Background: an optimization exercise with open tools, aiming at small area, a short achievable clock period and few clock cycles per item. Do not read the settings as production practice. Where RTL was checked, it was by simulation tests only, not by an equivalence proof against the original.

job 101:
Design xt1_mod_codec, start of the top module:
module xt1_mod_codec (
  input  wire        clk,
  input  wire        rst,         
  input  wire        in_valid,
  output wire        in_ready,
  input  wire        in_mode,     
  input  wire [32:0] in_data,
  output reg         out_valid,
  output reg  [32:0] out_data,    
  output reg         out_erase    
);
Settings: LEC_CHECK=0, CAP_MARGIN=20, CORE_MARGIN=2, CORE_UTILIZATION=40, SLEW_MARGIN=20; clock period 160.0 ns.
run.sh (not shown) runs the stock make flow with config.mk's settings and CLKGATE_MAP_FILE= SYNTH_SCRIPT=/design/flow/synth_recipe.tcl, a recipe that flattens the netlist after the stock synthesis.
Job 101 was carried through to the last stage, and its layout satisfied the timing, design-rule and antenna checks.
Testbench counts of job 101, summed over its fixed seeds: cycles 32,056, items 32,000.
What job 102 does differently from job 101 at the input level:
diff --git a/flow/config.mk b/flow/config.mk
--- a/flow/config.mk
+++ b/flow/config.mk
@@ -10,0 +11 @@
+export CTS_BUF_LIST = sky130_fd_sc_hd__clkbuf_4
Job 101 and job 102 ended up with roughly the same final-layout non-clock buffer area share. Cmp job 101 and job 102 / wire length per cell after detailed routing / lower: job 102.

* * *

v22:
xt1_mod_codec, a different RTL version from the one above (not shown whole).
For scale: about 1600 cells after synthesis.
Settings: LEC_CHECK=0, ABC_AREA=1, CAP_MARGIN=20, CORE_MARGIN=2, CORE_UTILIZATION=40, CTS_BUF_LIST=sky130_fd_sc_hd__clkbuf_8 sky130_fd_sc_hd__clkbuf_16, CTS_CLUSTER_DIAMETER=80, CTS_CLUSTER_SIZE=30, SLEW_MARGIN=20; clock period 160.0 ns.
standard.sh (not shown) runs the stock make flow with config.mk's settings and CLKGATE_MAP_FILE= SYNTH_SCRIPT=/design/flow/synth_recipe.tcl, a recipe that flattens the netlist after the stock synthesis.
==> flow/flow/run.sh <==
#!/bin/bash
# Layout flow: the standard flow, with two changes.
#  1. After the standard synthesis, polfix.py flips full-adder cells (a full
#     adder computes the complements of its outputs from the complements of
#     its inputs) and rebuilds half adders from an XOR and an AND-type gate
#     where that suits their neighbours, so that fewer inverters sit between
#     them. Registers, their names and cell types, the ports and every other
#     cell stay as synthesis made them.
#  2. The port buffers are sky130_fd_sc_hd__buf_2 instead of the default
#     delay buffer.
# Each tool's output goes to a log file of its own in this folder.
set -euo pipefail
R=orfs/results/${FLOW_PLATFORM}/xt1_mod_codec/base

bash standard.sh synth > 1_synth.log 2>&1

python3 flow/polfix.py $R/1_2_yosys.v $R/1_2_yosys_polfix.v > 1_polfix.log 2>&1
cp $R/1_2_yosys.v 1_2_yosys_standard.v
cp $R/1_2_yosys_polfix.v $R/1_2_yosys.v
rm -f $R/1_synth.odb $R/1_synth.sdc

export BUFFER_PORTS_ARGS="-buffer_cell sky130_fd_sc_hd__buf_2"
bash standard.sh finish > 2_layout.log 2>&1
Other scripts of this flow, unchanged in this note and not shown: flow/flow/polfix.py
The inputs of v6 differ from those of v22 as listed below.
Settings: CTS_BUF_LIST removed (was sky130_fd_sc_hd__clkbuf_8 sky130_fd_sc_hd__clkbuf_16).
==> flow/flow/run.sh <==
#!/bin/bash
# Layout flow: the standard flow, with three changes.
#  1. After the standard synthesis, polfix.py flips full-adder cells (a full
#     adder computes the complements of its outputs from the complements of
#     its inputs) and rebuilds half adders from an XOR and an AND-type gate
#     where that suits their neighbours, so that fewer inverters sit between
#     them.
#  2. resyn.sh then maps the remaining glue logic again with Yosys/ABC (ORFS's
#     area script), keeping every full adder, half adder and flip-flop cell as
#     it is, so that ABC can fold inverters into the gates around them.
#     Registers, their names and cell types and the ports stay as synthesis
#     made them.
#  3. The port buffers are sky130_fd_sc_hd__buf_2 instead of the default
#     delay buffer.
# Each tool's output goes to a log file of its own in this folder.
set -euo pipefail
R=orfs/results/${FLOW_PLATFORM}/xt1_mod_codec/base
LIB=${FLOW_HOME}/platforms/${FLOW_PLATFORM}/lib/sky130_fd_sc_hd__tt_025C_1v80.lib

bash standard.sh synth > 1_synth.log 2>&1

python3 flow/polfix.py $R/1_2_yosys.v $R/1_2_yosys_polfix.v > 1_polfix.log 2>&1
bash flow/resyn.sh $R/1_2_yosys_polfix.v $R/1_2_yosys_resyn.v $LIB ${FLOW_HOME}/scripts/abc_area.script > 1_resyn.log 2>&1
cp $R/1_2_yosys.v 1_2_yosys_standard.v
cp $R/1_2_yosys_resyn.v $R/1_2_yosys.v
rm -f $R/1_synth.odb $R/1_synth.sdc

export BUFFER_PORTS_ARGS="-buffer_cell sky130_fd_sc_hd__buf_2"
bash standard.sh finish > 2_layout.log 2>&1
==> flow/flow/resyn.sh (new file) <==
#!/bin/bash
# resyn.sh in.v out.v lib abc_script
# Maps the glue logic of a netlist again with ABC, keeping every full adder,
# half adder and flip-flop cell (and its instance name) as it is.
set -euo pipefail
IN=$1; OUT=$2; LIB=$3; SCRIPT=$4
DU=""
for c in $(grep -o 'cell *( *"\?sky130_fd_sc_hd__\(lpflow\|probe\)[a-z0-9_]*' $LIB | sed 's/.*(\s*"\?//'); do DU="$DU -dont_use $c"; done
KEEP="sky130_fd_sc_hd__fa_1 sky130_fd_sc_hd__ha_1 sky130_fd_sc_hd__dfxtp_1 sky130_fd_sc_hd__dfxtp_2 sky130_fd_sc_hd__dfxtp_4 sky130_fd_sc_hd__conb_1"
cat > resyn_run.ys <<EOY
read_liberty -ignore_miss_func $LIB
read_verilog $IN
hierarchy -top xt1_mod_codec
setattr -mod -set keep_hierarchy 1 $KEEP
flatten
opt_clean -purge
stat
EOY
for k in $KEEP; do echo "delete $k" >> resyn_run.ys; done
cat >> resyn_run.ys <<EOY
read_liberty -lib $LIB
hierarchy -top xt1_mod_codec
opt -purge
abc -script $SCRIPT -liberty $LIB $DU ${ABC_D:-}
splitnets
opt_clean -purge
hilomap -singleton -hicell sky130_fd_sc_hd__conb_1 HI -locell sky130_fd_sc_hd__conb_1 LO
insbuf -buf sky130_fd_sc_hd__buf_4 A X
check -assert
tee -o resyn_stat.txt stat -liberty $LIB
write_verilog -noattr -nohex -nodec $OUT
EOY
Y=$(command -v yosys || echo ${FLOW_HOME:-/OpenROAD-flow-scripts/flow}/../tools/install/yosys/bin/yosys)
"$Y" resyn_run.ys
Results
Comparing v6 with v22, the number of instances in the synthesized netlist came out essentially unchanged. When v6 is set beside v22, its final hold slack turns out to be 0.012 ns smaller. Count of non-CTS buffers in the layout (v6 vs. v22) increases by a few percent. Compared with v22, v6 shows a higher number of buffers and inverters on the critical path. v6 ends up with higher share of the clock period used by the worst path after layout than v22 does. Compare v22 and v6 | utilization higher: v22. Via total after detailed routing (higher): v22. The fraction of standard cell area in multi-input logic reported for v6 is smaller than that of v22 by 0.26 points.
diff inputs: v6 => v47
==> flow/flow/run.sh <==
#!/bin/bash
# Layout flow: the standard flow, with two changes.
#  1. After the standard synthesis, polfix.py flips full-adder cells (a full
#     adder computes the complements of its outputs from the complements of
#     its inputs) and rebuilds half adders from an XOR and an AND-type gate
#     where that suits their neighbours, so that fewer inverters sit between
#     them. Registers, their names and cell types, the ports and every other
#     cell stay as synthesis made them.
#  2. The port buffers are sky130_fd_sc_hd__buf_2 instead of the default
#     delay buffer.
# Each tool's output goes to a log file of its own in this folder.
set -euo pipefail
R=orfs/results/${FLOW_PLATFORM}/xt1_mod_codec/base

bash standard.sh synth > 1_synth.log 2>&1

python3 flow/polfix.py $R/1_2_yosys.v $R/1_2_yosys_polfix.v > 1_polfix.log 2>&1
cp $R/1_2_yosys.v 1_2_yosys_standard.v
cp $R/1_2_yosys_polfix.v $R/1_2_yosys.v
rm -f $R/1_synth.odb $R/1_synth.sdc

export BUFFER_PORTS_ARGS="-buffer_cell sky130_fd_sc_hd__buf_2"
bash standard.sh finish > 2_layout.log 2>&1
removed: flow/flow/resyn.sh
[summary]
- Cmp v47 vs v6: sequential share of layout area lower in v47
- v47 ends up with a relative max-transition margin that is 11 points higher than in v6.
- Taking v6 as the reference, in v47 met3 layer usage reported by global route about even, area of the die +520 um2, smallest setup slack after layout went up.
- Each of the runs, namely v6 and v47, reached the end of the flow and came out clean.
- Relative to v6, worst hold slack has gone up in v47.
- Compared with v6, sum of met2 wire segment lengths after detailed routing in v47 decreased by a few percent.
- Against v6, register-to-register slack in v47 came out better.
- Between v47 and v6, it is v47 whose cell count along the critical path is lower, by 89.
- Taking v6 as the reference point, the post-synthesis instance area of v47 rises by 1.2%.
No run of this note included a check of the RTL's function; only the layout flow was run.

port drivers added, routing unchanged:
The results above use ideal ports. As a check the final layouts listed here were re-extracted and re-timed, cells and wires unchanged.
Step 1: set_driving_cell puts a clkbuf_16 on clk and a buf_2 on each other input, an assumption about the parent block.
Step 2 also shifts input and output timing later by t, the mid clock arrival at the registers, as if the neighbouring blocks saw the same clock.
a / b / c = no drivers / after step 1 / after step 2; a / b = the first two.
run	t (ns)	setup WS [ns]	worst setup path after step 2
job 101	0.591	126.599 / 126.546 / 127.137	register to output
job 102	0.827	126.357 / 126.309 / 127.135	register to output
v22	0.577	126.987 / 126.938 / 127.009	register to register
v6	0.564	125.663 / 125.663 / 125.663	register to register
v47	0.573	126.987 / 126.934 / 127.127	register to register
After both steps setup and hold are still met in every run listed.
